From an optimization exercise on the open Yosys and OpenROAD flow, aimed at small area and a short achievable clock period; shortcuts taken in it are not production practice. The RTL was checked by simulation tests, not by an equivalence proof against the original design.

==> constraint.sdc <==
create_clock -name core_clock -period 13.5 [get_ports {clk}]
set_input_delay 2.7000 -clock core_clock [delete_from_list [all_inputs] [get_ports {clk}]]
set_output_delay 2.7000 -clock core_clock [all_outputs]
set_load 0.01 [all_outputs]
==> design.v <==
module gf128_mul (
    input  wire [6:0] a,
    input  wire [6:0] b,
    output reg  [6:0] p
);
    reg [6:0] acc;
    reg [6:0] sh;
    integer   i;
    always @* begin
        acc = 7'd0;
        sh  = a;
        for (i = 0; i < 7; i = i + 1) begin
            if (b[i])
                acc = acc ^ sh;
            sh = {sh[5:0], 1'b0} ^ (sh[6] ? 7'h09 : 7'h00);
        end
        p = acc;
    end
endmodule
module dected_enc (
    input  wire [63:0] data,
    output wire [14:0] check
);
    localparam [13:0] G_LOW = 14'h0377;    
    reg [13:0] rem;
    reg        fb;
    integer    i;
    always @* begin
        rem = 14'd0;
        for (i = 63; i >= 0; i = i - 1) begin
            fb  = data[i] ^ rem[13];
            rem = {rem[12:0], 1'b0} ^ (fb ? G_LOW : 14'd0);
        end
    end
    assign check = {^data ^ ^rem, rem};
endmodule
module dected_dec (
    input  wire [63:0] data,
    input  wire [14:0] check,
    output reg  [63:0] out_data,
    output reg  [14:0] out_check,
    output reg  [1:0]  corr,       
    output reg         ue          
);
    localparam integer NPOS = 78;
    wire [NPOS-1:0] r = {data, check[13:0]};
    reg [6:0] s1;
    reg [6:0] s3;
    reg       par;
    reg [6:0] pw1;      
    reg [6:0] pw3;      
    integer   i;
    always @* begin
        s1  = 7'd0;
        s3  = 7'd0;
        pw1 = 7'd1;
        pw3 = 7'd1;
        for (i = 0; i < NPOS; i = i + 1) begin
            if (r[i]) begin
                s1 = s1 ^ pw1;
                s3 = s3 ^ pw3;
            end
            pw1 = {pw1[5:0], 1'b0} ^ (pw1[6] ? 7'h09 : 7'h00);
            pw3 = {pw3[5:0], 1'b0} ^ (pw3[6] ? 7'h09 : 7'h00);
            pw3 = {pw3[5:0], 1'b0} ^ (pw3[6] ? 7'h09 : 7'h00);
            pw3 = {pw3[5:0], 1'b0} ^ (pw3[6] ? 7'h09 : 7'h00);
        end
        par = ^r ^ check[14];
    end
    wire [6:0] s1_sq;
    wire [6:0] s1_cube;
    gf128_mul u_sq   (.a(s1),    .b(s1), .p(s1_sq));
    gf128_mul u_cube (.a(s1_sq), .b(s1), .p(s1_cube));
    wire [6:0] t = s1_cube ^ s3;
    wire [NPOS-1:0] root;
    wire [6:0] apow [0:2*NPOS-2];
    assign apow[0] = 7'd1;
    genvar g;
    generate
        for (g = 1; g <= 2 * NPOS - 2; g = g + 1) begin : g_apow
            assign apow[g] = {apow[g-1][5:0], 1'b0} ^ (apow[g-1][6] ? 7'h09 : 7'h00);
        end
        for (g = 0; g < NPOS; g = g + 1) begin : g_pos
            wire [6:0] x  = apow[g];        
            wire [6:0] x2 = apow[2 * g];    
            wire [6:0] term2;   
            wire [6:0] term1;   
            gf128_mul u_t2 (.a(s1),    .b(x2), .p(term2));
            gf128_mul u_t1 (.a(s1_sq), .b(x),  .p(term1));
            assign root[g] = (s1 != 7'd0) && ((term2 ^ term1 ^ t) == 7'd0);
        end
    endgenerate
    reg [6:0] nroots;
    integer   n;
    always @* begin
        nroots = 7'd0;
        for (n = 0; n < NPOS; n = n + 1)
            nroots = nroots + {6'd0, root[n]};
    end
    wire syn_zero = (s1 == 7'd0) && (s3 == 7'd0);
    wire t_zero   = (t == 7'd0);
    reg [NPOS-1:0] flip;
    reg            flip_par;
    always @* begin
        flip     = {NPOS{1'b0}};
        flip_par = 1'b0;
        corr     = 2'd0;
        ue       = 1'b0;
        if (syn_zero) begin
            if (par) begin
                flip_par = 1'b1;
                corr     = 2'd1;
            end
        end else if (par) begin
            if (t_zero && nroots == 7'd1) begin
                flip = root;
                corr = 2'd1;
            end else begin
                ue = 1'b1;
            end
        end else begin
            if (t_zero && nroots == 7'd1) begin
                flip     = root;
                flip_par = 1'b1;
                corr     = 2'd2;
            end else if (!t_zero && nroots == 7'd2) begin
                flip = root;
                corr = 2'd2;
            end else begin
                ue = 1'b1;
            end
        end
        out_data  = data ^ flip[NPOS-1:14];
        out_check = {check[14] ^ flip_par, check[13:0] ^ flip[13:0]};
    end
endmodule
module dected_codec (
    input  wire        clk,
    input  wire        rst_n,
    input  wire        enc_valid,
    input  wire [63:0] enc_data,
    output reg         enc_out_valid,
    output reg  [63:0] enc_out_data,
    output reg  [14:0] enc_out_check,
    input  wire        dec_valid,
    input  wire [63:0] dec_data,
    input  wire [14:0] dec_check,
    output reg         dec_out_valid,
    output reg  [63:0] dec_out_data,
    output reg  [14:0] dec_out_check,
    output reg  [1:0]  dec_out_corr,
    output reg         dec_out_ue
);
    reg        enc_v_q;
    reg [63:0] enc_d_q;
    reg        dec_v_q;
    reg [63:0] dec_d_q;
    reg [14:0] dec_c_q;
    always @(posedge clk) begin
        if (!rst_n) begin
            enc_v_q <= 1'b0;
            dec_v_q <= 1'b0;
        end else begin
            enc_v_q <= enc_valid;
            dec_v_q <= dec_valid;
        end
    end
    always @(posedge clk) begin
        if (enc_valid)
            enc_d_q <= enc_data;
        if (dec_valid) begin
            dec_d_q <= dec_data;
            dec_c_q <= dec_check;
        end
    end
    wire [14:0] enc_check;
    dected_enc u_enc (.data(enc_d_q), .check(enc_check));
    wire [63:0] dec_data_c;
    wire [14:0] dec_check_c;
    wire [1:0]  dec_corr;
    wire        dec_ue;
    dected_dec u_dec (
        .data      (dec_d_q),
        .check     (dec_c_q),
        .out_data  (dec_data_c),
        .out_check (dec_check_c),
        .corr      (dec_corr),
        .ue        (dec_ue)
    );
    always @(posedge clk) begin
        if (!rst_n) begin
            enc_out_valid <= 1'b0;
            dec_out_valid <= 1'b0;
        end else begin
            enc_out_valid <= enc_v_q;
            dec_out_valid <= dec_v_q;
        end
    end
    always @(posedge clk) begin
        if (enc_v_q) begin
            enc_out_data  <= enc_d_q;
            enc_out_check <= enc_check;
        end
        if (dec_v_q) begin
            dec_out_data  <= dec_data_c;
            dec_out_check <= dec_check_c;
            dec_out_corr  <= dec_corr;
            dec_out_ue    <= dec_ue;
        end
    end
endmodule
==> run.sh <==
#!/bin/bash
# synth_recipe.tcl (not shown) runs the flow's synth.tcl, then flattens the netlist and writes it again
# the make line also repeats each setting of config.mk as NAME=value (left out here)
make -C /OpenROAD-flow-scripts/flow DESIGN_CONFIG=/design/flow/config.mk WORK_HOME=/design/flow/orfs CLKGATE_MAP_FILE= SYNTH_SCRIPT=/design/flow/synth_recipe.tcl finish
==> config.mk <==
export PLATFORM = sky130hd
export DESIGN_NAME = dected_codec
export DESIGN_NICKNAME = dected_codec
export VERILOG_FILES = /design/flow/design.v
export SDC_FILE = /design/flow/constraint.sdc
export NUM_CORES = 4
export LEC_CHECK = 0
export CAP_MARGIN = 20
export CORE_MARGIN = 2
export CORE_UTILIZATION = 40
export PLACE_DENSITY = 0.6
export SLEW_MARGIN = 20
==> qor.yml <==
global_route:
  grt-ovfl-total: 0
  use_met3: 0.06939
  grt_start_max_net_pins: 81
  antenna_found_initial: 5
  grt_use_met2: 0.5446
  grt_pass1_vias: 26990
  grt_pass1_wl_mm: 224.1
  top_usage_layer: "met2"
  grtUsageTotal: 0.3578
  use_met1: 0.4688
sta:
  min_period_ns: 13.16
  setup_violations: 0
  hold_viol: 0
  timing.final.ws_setup_ns: 0.3445
  slew_viol_final: 0
  min_period_over_period: 0.9745
  relSlewSlack: 0.2042
  tns_ns: 0
  finClkSkew_ns: 0.03269
  timing.fmax_mhz: 76.01
  rsz0062_at_grt: "false"
  worst_pin_slew_ns: 1.185
floorplan:
  die_w_um: 303.2
  fp.coreArea_mm2: 0.08851
  num_io_pins: 310
  dieArea_mm2: 0.09193
  rows: 109
  die_h_um: 303.2
  start_util: 0.4045
job:
  maxCapViolCount: 0
setup_path:
  crit_start: "dec_d_q[1]"
  arrival_ns: 13.44
  r2r_slack_ns: 0.34
  reg2reg_depth: 39
  end_kind: "flop"
  start_kind: "flop"
  critPathSlowestCell: "xnor3_4"
  path_common_cell: "fa_1"
  crit_required_ns: 13.79
  r2r-end: "dec_out_data[18]"
  cp_max_fo: 13
  rr_startpoint: "dec_d_q[1]"
  slowest_delay_ns: 0.61
  critical_path_class: "flop to flop"
place:
  io_buffers: 309
  place_inst: 4865
  gp_congestion: 1.075
  dp.final_hpwl_mm: 131.6
  place_ws_ns: 0.005403
worst_hold_path:
  whs_path_depth: 0
  min_to: "enc_out_data[6]"
  min_path_type: "flop to flop"
  hp-start: "enc_d_q[6]"
routing:
  vias_per_cell: 5.529
  drt_iter0_drc: 3277
  num_vias: 27300
  drt-total-wl_mm: 165.9
  wl_per_cell_um: 33.60
  remaining_drc_errors: 0
  ant_nets: 0
  dr.pass1.iters: 5
synthesis:
  yosysSeqAreaShare: 0.2572
  synth.top_cell.area_share: 0.3165
  synth.cell_area_mm2: 0.03581
  ys_top_cells_by_count: "xnor2_1, xor2_1, edfxtp_1"
  synth_edf_count: 304
  syn-num-nets: 3428
  synth-seq-cells: 308
  syn_area_per_cell_um2: 11.23
  yosysTopAreaCell: "xnor2_1"
  ys.warnings.count: 4
  yosysMostFrequentCell: "xnor2_1"
  ys.flop_type: "edfxtp_1"
  synth_cell_type_count: 70
  synthArstFlopShare: 0
  ys_top_cells_by_area: "xnor2_1, edfxtp_1, xnor3_1, xor2_1, fa_1"
  synthCells: 3189
clocking:
  cts_sinks: 308
  root_buffer: "clkbuf_16"
  clockBufferDepth: 3
  htreeDepth: 2
  cts.clk_slew.worst_paths_ns: 0.06
  cts_hold_buf: 0
  clock_latency_ns: 0.57
  numCtsBuffers: 34
  cts_tree: "done"
cells_and_area:
  syn_to_final_growth_pct: 23.86
  nets: 3987
  seq_area_mm2: 0.009216
  drive_above_1_share: 0.1459
  fillerInstances: 8130
  multi_input_area_mm2: 0.02627
  stdcell_count: 4937
status:
  status: "no timing/DRC/antenna violations"
-- cell usage in the layout (no fill, tap or decap), drive strengths merged, types with 9 or more instances in the layout --
master,count
nand2b,9
o2111ai,9
mux2i,13
xnor2,1315
inv,65
clkdlybuf4s50,307
and2,16
xor2,429
nor2,114
and3,14
buf,383
clkinv,10
nor3,48
nand4,52
xnor3,201
nand2,79
fa,67
nor4,50
o21ai,18
ha,25
nand3,47
xor3,33
clkbuf,42
or4,11
edfxtp,304
or3,11
a21oi,23
-- layer usage --
metal	part of all wire	up-vias	routed length, um
met5	0.00013	-	22
met4	0.076	4	12610
met3	0.097	453	16150
met2	0.43	1721	71800
met1	0.39	13460	65290
li1	-	11660	-
-- repair_timing --
action	CTS	global route
endpoints found under the setup margin	1	80
buffers inserted	0	12
gates resized for setup	1	34
pin swaps	0	5
-- flip-flops by register name, indices dropped and copies added (netlist names) --
| register | count |
|---|---|
| enc_out_data | 64 |
| dec_out_check | 15 |
| dec_v_q | 1 |
| enc_out_valid | 1 |
| enc_out_check | 15 |
| dec_c_q | 15 |
| dec_d_q | 64 |
| dec_out_data | 64 |
| enc_d_q | 64 |
| dec_out_corr | 2 |
| dec_out_valid | 1 |
| enc_v_q | 1 |
| dec_out_ue | 1 |
-- cells by family after synthesis --
kind of cell	after synthesis	share of synthesized area
flops	308	0.2572
simple gates	476	0.06810
xor+xnor	1978	0.5820
fa+ha+maj	92	0.04619
mux	16	0.004577
compound gates	89	0.01656
buf+inv	230	0.02540
-- area by class of cell --
cell class                      count  share of cell area
Inverter                           63            0.005332
Multi-Input combinational cell   2651              0.5923
Clock inverter                     16            0.003357
Clock buffer                       42             0.01986
Sequential cell                   308              0.2078
Timing Repair Buffer              690              0.1384
Tap cell                         1165             0.03287
Antenna cell                        2           0.0001128
-- worst max-delay path: cells and delay by family, from the launching register on --
family / cells / cell delay (ns)
buffers and inverters: 8 / 1.61
xor gates and xnor gates: 11 / 3.58
DFF: 1 / 0.54
AOI/OAI and AO/OA: 3 / 0.88
and+or+nand+nor: 5 / 0.64
adders and majority gates: 11 / 5.32
muxes: 1 / 0.27
-- worst max-delay path by stage --
stage / end
6_report: dec_out_data[18]
5_1_grt: dec_out_data[29]
4_1_cts: dec_out_check[2]
3_5_place_dp: dec_out_data[18]
3_3_place_gp: dec_out_data[18]
2_1_floorplan: dec_out_check[10]
-- stage by stage --
stage	instance area, um2	hold slack [ns]	utilization
6_report	44350	0.4618	0.5011
3_3_place_gp	42930	0.4549	0.4851
2_1_floorplan	35880	0.4206	-
3_5_place_dp	42950	0.4565	0.4852
4_1_cts	43980	0.4676	0.4969
5_1_grt	44350	0.4756	0.5010

==> afterwards: timing with drivers on the ports <==
Ports are ideal in the flow. The routed layout listed here was re-timed in OpenROAD.
Step 1, drivers: a clkbuf_16 drives clk and a buf_2 each remaining input, both assumed.
Step 2, shift: input delay + t, output delay - t, t = (earliest + latest rising clock arrival at the registers) / 2. This alone moves slack from input paths to output paths.
a / b / c = ideal ports / drivers / drivers and shift; a / b = the first two.
shift t [ns]: 0.621
slack for setup (ns): 0.344 / 0.344 / 0.344
worst register clock-pin slew, ns: 0.10 / 0.10
pins driven straight from the clock port: 1
After both steps setup and hold are still met in this run. The setup slack of this run moves by 0.000 ns with the drivers and by 0.000 ns with both steps.
